Background: an optimization exercise with open tools, aiming at small area, a short achievable clock period and few clock cycles. Do not read the settings as production practice. Only simulation tests tie the RTL to the original design; equivalence was not proved.

## sha256_engine
module sha256_engine (
    input  wire         clk,
    input  wire         rst,           
    input  wire         blk_valid,
    output wire         blk_ready,
    input  wire         blk_first,     
    input  wire [511:0] blk_data,      
    output reg          dig_valid,
    output wire [255:0] digest         
);
For scale: ~5,000 cells after synthesis, about 770 I/O pins, about 0.054 mm^2 of cells after synthesis.
Settings: LEC_CHECK=0, CAP_MARGIN=20, CORE_MARGIN=2, CORE_UTILIZATION=40, CTS_CLUSTER_DIAMETER=120, CTS_CLUSTER_SIZE=24, PLACE_DENSITY=0.6, SLEW_MARGIN=20, SYNTH_HIERARCHICAL=1, SYNTH_MINIMUM_KEEP_SIZE=0; clock period 11.0 ns.
standard.sh (not shown) runs the stock make flow with config.mk's settings and CLKGATE_MAP_FILE= SYNTH_SCRIPT=/design/flow/synth_recipe.tcl, a recipe that flattens the netlist after the stock synthesis.
==> flow/flow/run.sh <==
#!/bin/bash
# The standard layout (standard.sh), with timing repair asked to
# overfix setup by SETUP_SLACK_MARGIN ns; the clock and constraints are
# the design's. The make output goes to standard_flow.log, each ORFS step's
# log to orfs/logs.
set -euo pipefail
export SETUP_SLACK_MARGIN=7
# every port still gets a buffer, of the smallest buffer cell
export BUFFER_PORTS_ARGS="-buffer_cell sky130_fd_sc_hd__buf_1"
bash standard.sh > standard_flow.log 2>&1
The first run finished with timing, DRC and antenna clean.
Testbench counts at the start, summed over its fixed seeds: cycles 12,504.
Then changed:
--- a/flow/config.mk
+++ b/flow/config.mk
@@ -13 +13 @@
-export PLACE_DENSITY = 0.6
+export PLACE_DENSITY = 0.7
Result: Worst hold slack improved by 0.013 ns; cell count barely changes; synthesized area does not change; first-iteration DRC count climbs by 11%; register-to-register slack got worse by 0.04 ns; flip-flop and latch count is unchanged; global-route usage drops by 0.56 points; via count climbs by 0.51%; clock-buffer cell count climbs by 4; cell area hardly moves; sequential share of layout area stays flat.
Then changed:
--- a/flow/flow/run.sh
+++ b/flow/flow/run.sh
@@ -7 +7 @@
-export SETUP_SLACK_MARGIN=7
+export SETUP_SLACK_MARGIN=6.75
--- a/flow/config.mk
+++ b/flow/config.mk
@@ -13 +13 @@
-export PLACE_DENSITY = 0.7
+export PLACE_DENSITY = 0.6
What happened: Non-clock buffer count went down by 15. Sequential share of layout area went up by 0.55 points. Utilization went down by 0.74 points. Fmax went down by 1.1%. Routed wire length hardly moves. Design area went down by 1.6%. Die area stays the same.
Then changed:
--- a/flow/flow/run.sh
+++ b/flow/flow/run.sh
@@ -7 +7 @@
-export SETUP_SLACK_MARGIN=6.75
+export SETUP_SLACK_MARGIN=7.5
Synthesized area stays the same; sequential share of layout area falls by 2.8 points; via count rises by 6.4%; global-route usage rises by 0.90 points; setup slack got worse by 0.020 ns; die area does not change; maximum frequency falls by 0.47%; clock skew falls by 0.010 ns; sequential cell count does not change; wire length rises by 3.6%.

---

## the reference run
sha256_engine, a different RTL version from the one above (not shown whole).
For scale: roughly 4600 cells after synthesis, roughly 770 I/O pins, about 53000 sq um of cells after synthesis.
==> flow/config.mk <==
export PLATFORM = sky130hd
export DESIGN_NAME = sha256_engine
export DESIGN_NICKNAME = sha256_engine
export VERILOG_FILES = /design/flow/design.v
export SDC_FILE = /design/flow/constraint.sdc
export NUM_CORES = 4
export LEC_CHECK = 0
export CAP_MARGIN = 20
export CORE_MARGIN = 2
export CORE_UTILIZATION = 40
export PLACE_DENSITY = 0.6
export SLEW_MARGIN = 20
==> flow/constraint.sdc <==
create_clock -name core_clock -period 11.0 [get_ports {clk}]
set_input_delay 2.2000 -clock core_clock [delete_from_list [all_inputs] [get_ports {clk}]]
set_output_delay 2.2000 -clock core_clock [all_outputs]
set_load 0.01 [all_outputs]
==> flow/flow/run.sh <==
#!/bin/bash
set -euo pipefail
export SETUP_SLACK_MARGIN=7
bash standard.sh > standard_flow.log 2>&1
Testbench counts of the reference run, summed over its fixed seeds: cycles 12,528.
For the trial run, these inputs were changed with respect to the reference run:
==> flow/flow/run.sh <==
#!/bin/bash
set -euo pipefail
export SETUP_SLACK_MARGIN=6
bash standard.sh > standard_flow.log 2>&1
Notes after the runs:
- Comparing the reference run and the trial run, the higher clock tree buffer count of the final layout was measured on the reference run.
- The trial run completed; timing, DRC and antenna clean
- Non-clock buffer count shrinks by more than 10% when moving from the reference run to the trial run.
- Going from the reference run to the trial run, via count of the first global-routing pass fell by 1656; sequential standard cell area fell by 0.88%; sequential share of layout area rose by 1.9 points; worst clock skew fell by 44 ps.
- Row worst setup slack: the trial run lower / the reference run higher
- A first element of the critical path of a[21] is what the reference run shows, while a[18] belongs to the trial run.

---

Starting RTL as in the previous note.
clock: 11.0 ns
lec_check: 0
cap_margin: 20
core_margin: 2
core_utilization: 60
place_density: 0.72
slew_margin: 20
==> flow/flow/run.sh <==
#!/bin/bash
set -euo pipefail
export SETUP_SLACK_MARGIN=6
bash standard.sh > standard_flow.log 2>&1
Testbench counts at the start, summed over its fixed seeds: cycles 12,528.
Edit:
CTS_BUF_LIST = sky130_fd_sc_hd__clkbuf_8   (was default)
What happened:
- cell count is higher slightly
- fmax is higher by a few percent
- area after synthesis does not change
- setup slack improves by 0.13 ns

==> separate check: timing with driven ports <==
In the flow no input, the clock included, has a driving cell. The finished layouts below were timed again as built, in two steps. Step 1 sets driving cells, clkbuf_16 on the clock port and buf_2 on the other inputs (assumed; they add their load-dependent delay and slew). Step 2, shift: input delay + t, output delay - t, t = (earliest + latest rising clock arrival at the registers) / 2. This alone moves slack from input paths to output paths. Three values: ideal ports, drivers, drivers and shift; two values: the first two.
run | t, ns | setup slack, ns | clock arrival spread, ns | pins driven straight from the clock port
the first run of note 1 | 0.768 | 6.837 / 6.837 / 6.510 | 0.038 / 0.039 | 1
the second run of note 1 | 0.752 | 6.798 / 6.798 / 6.554 | 0.047 / 0.047 | 1
the third run of note 1 | 0.744 | 6.750 / 6.750 / 6.373 | 0.067 / 0.067 | 1
the fourth run of note 1 | 0.774 | 6.730 / 6.730 / 6.730 | 0.058 / 0.057 | 1
the reference run | 0.826 | 6.224 / 6.224 / 6.224 | 0.092 / 0.092 | 1
the trial run | 0.790 | 6.029 / 6.029 / 5.500 | 0.053 / 0.052 | 1
the first run of note 3 | 0.770 | 5.885 / 5.885 / 5.300 | 0.069 / 0.069 | 1
the second run of note 3 | 0.916 | 6.011 / 6.013 / 5.146 | 0.081 / 0.081 | 1
After both steps setup and hold are still met in every run listed. For the second run of note 3, which loses most, drivers alone change the setup slack by +0.002 ns; drivers and shift together by -0.865 ns.
